From an optimization exercise on the open Yosys and OpenROAD flow, aimed at small area; shortcuts taken in it are not production practice.
Only simulation tests tie the RTL to the original design; equivalence was not proved.
No activity file was given, so power comes from the tool's default toggle rates.

// pkdec_conv
module pkdec_conv (
    input  wire         clk,
    input  wire         rst,         
    input  wire         in_valid,
    input  wire         in_op,       
    input  wire [127:0] in_a,        
    input  wire [63:0]  in_gb,       
    input  wire [2:0]   in_rm,       
    output wire         out_valid,
    output wire [127:0] out_d,       
    output wire         out_vx,      
    output wire         out_xx       
);
Size in the first run: about 4,300 cells after synthesis, roughly 760 flip-flops, ~330 I/O pins, ~33,000 sq um of cells after synthesis.
clock: 6.0 ns
lec_check: 0
abc_area: 1
cap_margin: 20
core_margin: 2
core_utilization: 55
cts_buf_list: sky130_fd_sc_hd__clkbuf_16
cts_cluster_diameter: 100
cts_cluster_size: 30
place_density: 0.65
slew_margin: 20
run.sh (not shown) runs the stock make flow with config.mk's settings and CLKGATE_MAP_FILE= SYNTH_SCRIPT=/design/flow/synth_recipe.tcl, a recipe that flattens the netlist after the stock synthesis.
Next try:
CTS_BUF_LIST = sky130_fd_sc_hd__clkbuf_4   (was sky130_fd_sc_hd__clkbuf_16)
CTS_CLUSTER_DIAMETER = default   (was 100)
CTS_CLUSTER_SIZE = default   (was 30)
Effect: Final cell count rose by 5.2%; critical path depth fell by 3; total power grows by 17%; first-iteration DRC count is higher by 8.2%; routed wire length went up by 2.5%; sequential share of layout area is lower by 1.6 points; synthesized area does not change.
Next try:
==> flow/flow/run.sh (new file) <==
#!/bin/bash
# Own layout flow: the standard ORFS flow (standard.sh, unchanged
# synthesis and steps) with two settings that only change cell choices:
#  * port buffers use the smallest buffer (buf_1) instead of clkdlybuf4s50_1;
#  * after global routing, non-critical gates are downsized (RECOVER_POWER).
# All output of make (every tool) goes to flow_make.log in this folder; ORFS
# also keeps one log per step under orfs/logs/.
set -euo pipefail
export BUFFER_PORTS_ARGS="-buffer_cell sky130_fd_sc_hd__buf_1"
export RECOVER_POWER=100
bash standard.sh > flow_make.log 2>&1
==> flow/standard.sh (new file) <==
#!/bin/bash
# synth_recipe.tcl (not shown) runs the flow's synth.tcl, then flattens the netlist and writes it again
# the make line also repeats each setting of config.mk as NAME=value (left out here)
make -C /OpenROAD-flow-scripts/flow DESIGN_CONFIG=/design/flow/config.mk WORK_HOME=/design/flow/orfs CLKGATE_MAP_FILE= SYNTH_SCRIPT=/design/flow/synth_recipe.tcl "${@:-finish}"
removed: flow/run.sh
The changed run finished with capacitance limit, slew limit left.
Synthesized cell count stays the same.
Cell area fell by 6.2%.
Combinational power drops by about 2%.
Sequential power stays flat.
Register-to-register slack gets worse by 510 ps.
Clock power rises by about 2%.
Area after synthesis stays the same.
Hold slack degrades by 57 ps.
Total power increases by 0.42%.
Routed wire length went up by 11%.
Utilization shrinks by 4.1 points.
Next try:
==> flow/flow/run.sh (replaced) <==
#!/bin/bash
# Own layout flow: the standard ORFS flow (standard.sh: unchanged synthesis
# and steps) except that the port buffers use the smallest buffer cell
# (sky130_fd_sc_hd__buf_1) instead of clkdlybuf4s50_1. Every port still gets
# its buffer. All output of make (every tool) goes to flow_make.log in this
# folder; ORFS also keeps one log per step under orfs/logs/.
set -euo pipefail
export BUFFER_PORTS_ARGS="-buffer_cell sky130_fd_sc_hd__buf_1"
bash standard.sh > flow_make.log 2>&1
CTS_BUF_LIST = sky130_fd_sc_hd__clkbuf_16   (was sky130_fd_sc_hd__clkbuf_4)
CTS_CLUSTER_DIAMETER = 100   (was default)
CTS_CLUSTER_SIZE = 30   (was default)
Effect: The new run ran to the end with no violations; first-iteration DRC count goes up by 0.85%; clock-buffer cell count goes down by 219; clock power goes down by about 32%; maximum frequency goes up by about 10%; die area stays the same; cell count goes down by about 4.7%.

========
## violet
pkdec_conv, a different RTL version from the one above (not shown whole).
For scale: ~760 flip-flops, ~330 I/O pins, about 32000 µm² of cells after synthesis.
==> flow/config.mk <==
export PLATFORM = sky130hd
export DESIGN_NAME = pkdec_conv
export DESIGN_NICKNAME = pkdec_conv
export VERILOG_FILES = /design/flow/design.v
export SDC_FILE = /design/flow/constraint.sdc
export NUM_CORES = 4
export LEC_CHECK = 0
export ABC_AREA = 1
export CAP_MARGIN = 20
export CORE_MARGIN = 2
export CORE_UTILIZATION = 55
export CTS_BUF_LIST = sky130_fd_sc_hd__clkbuf_16
export CTS_CLUSTER_DIAMETER = 100
export CTS_CLUSTER_SIZE = 25
export PLACE_DENSITY = 0.65
export SLEW_MARGIN = 20
==> flow/constraint.sdc <==
create_clock -name core_clock -period 6.0 [get_ports {clk}]
set_input_delay 1.2000 -clock core_clock [delete_from_list [all_inputs] [get_ports {clk}]]
set_output_delay 1.2000 -clock core_clock [all_outputs]
set_load 0.01 [all_outputs]
standard.sh (not shown) runs the stock make flow with config.mk's settings and CLKGATE_MAP_FILE= SYNTH_SCRIPT=/design/flow/synth_recipe.tcl, a recipe that flattens the netlist after the stock synthesis.
==> flow/flow/run.sh <==
#!/bin/bash
# Own layout flow: the standard ORFS flow (standard.sh: unchanged synthesis
# and steps) except that the port buffers use the smallest buffer cell
# (sky130_fd_sc_hd__buf_1) instead of clkdlybuf4s50_1. Every port still gets
# its buffer. All output of make (every tool) goes to flow_make.log in this
# folder; ORFS also keeps one log per step under orfs/logs/.
set -euo pipefail
export BUFFER_PORTS_ARGS="-buffer_cell sky130_fd_sc_hd__buf_1"
bash standard.sh > flow_make.log 2>&1
--- input diff violet..amber ---
- a change of PLACE_DENSITY from 0.65 to 0.76
- a change of CORE_UTILIZATION from 55 to 68
Notes after the runs:
Comparing amber and violet, the lower placeable core region was measured on amber.
violet has a higher power in the clock group than amber.
On inverter count, violet tracks amber almost exactly.
When the final numbers for amber and violet were put side by side, the number of tap instances turned out to be greater in violet.
amber vs violet: total half-perimeter wirelength after legalization and detailed placement down in amber
Combinational power for amber is lower than for violet.
Going from violet to amber, routability congestion estimate from global placement grew by more than 10%.
Total nets after synthesis: violet vs amber identical
When the final numbers for amber and violet were put side by side, the die area turned out to be smaller in amber.
The design internal power of amber was superior to that of violet.
> inputs changed (amber -> raven)
- PLACE_DENSITY now 0.65, was 0.76
- CORE_UTILIZATION now 55, was 68
- CAP_MARGIN now 10, was 20
- SLEW_MARGIN now 10, was 20
Findings:
| slack of the critical path | raven vs amber | 0.14 ns lower |. Comparing raven and amber, the lower total number of nets in the final design was measured on amber. Looking at via count of the first global-routing pass, raven sits above amber. raven vs. amber: hold slack went down by 0.019 ns. In raven the met1 track utilization from global routing turned out 1.7 points lower than in amber. Looking at peak clock frequency supported by timing, raven sits 4.6 MHz lower than amber does.
> inputs changed (raven -> zinc)
- swapping 55 for 65 in CORE_UTILIZATION
- swapping 10 for 20 in SLEW_MARGIN
- swapping 0.65 for 0.72 in PLACE_DENSITY
- swapping 10 for 20 in CAP_MARGIN
--- outcome ---
The higher number of global-route vias before repair came out of raven. Internal power consumption delta (zinc -> raven): insignificant. raven → zinc: tap cell instance count went down 101, core region area lost about 15%. Of the two values seen for start point of the critical path, q5[4] was produced by raven and q5[7] by zinc. Lower relative max-transition margin goes to raven over zinc.

[port drivers added, routing unchanged]
Ports are ideal in the flow. The routed layouts listed here were re-timed in OpenROAD.
Step 1: set_driving_cell puts a clkbuf_16 on clk and a buf_2 on each other input, an assumption about the parent block.
Step 2 adds t to the input delays and takes it off the output delays; t is the mean of the earliest and latest rising clock arrival at the registers after step 1. Input paths then give back, and output paths get back, about the clock's delay inside the block.
Three values: ideal, step 1, step 2; two values: the first two.
run	t, ns	setup slack, ns	slew at the worst register clock pin (ns)
the first run of note 1	0.699	1.437 / 1.437 / 1.317	0.11 / 0.11
the second run of note 1	1.074	1.388 / 1.388 / 1.277	0.09 / 0.09
the third run of note 1	1.109	0.882 / 0.882 / 0.047	0.09 / 0.09
the fourth run of note 1	0.659	1.326 / 1.326 / 1.326	0.12 / 0.12
violet	0.675	0.476 / 0.406 / 1.081	0.10 / 0.10
amber	0.675	0.613 / 0.544 / 1.219	0.10 / 0.10
raven	0.675	0.477 / 0.406 / 1.082	0.10 / 0.10
zinc	0.679	0.351 / 0.284 / 0.963	0.10 / 0.10
For the third run of note 1, which loses most, drivers alone change the setup slack by 0.000 ns; drivers and shift together by -0.835 ns.
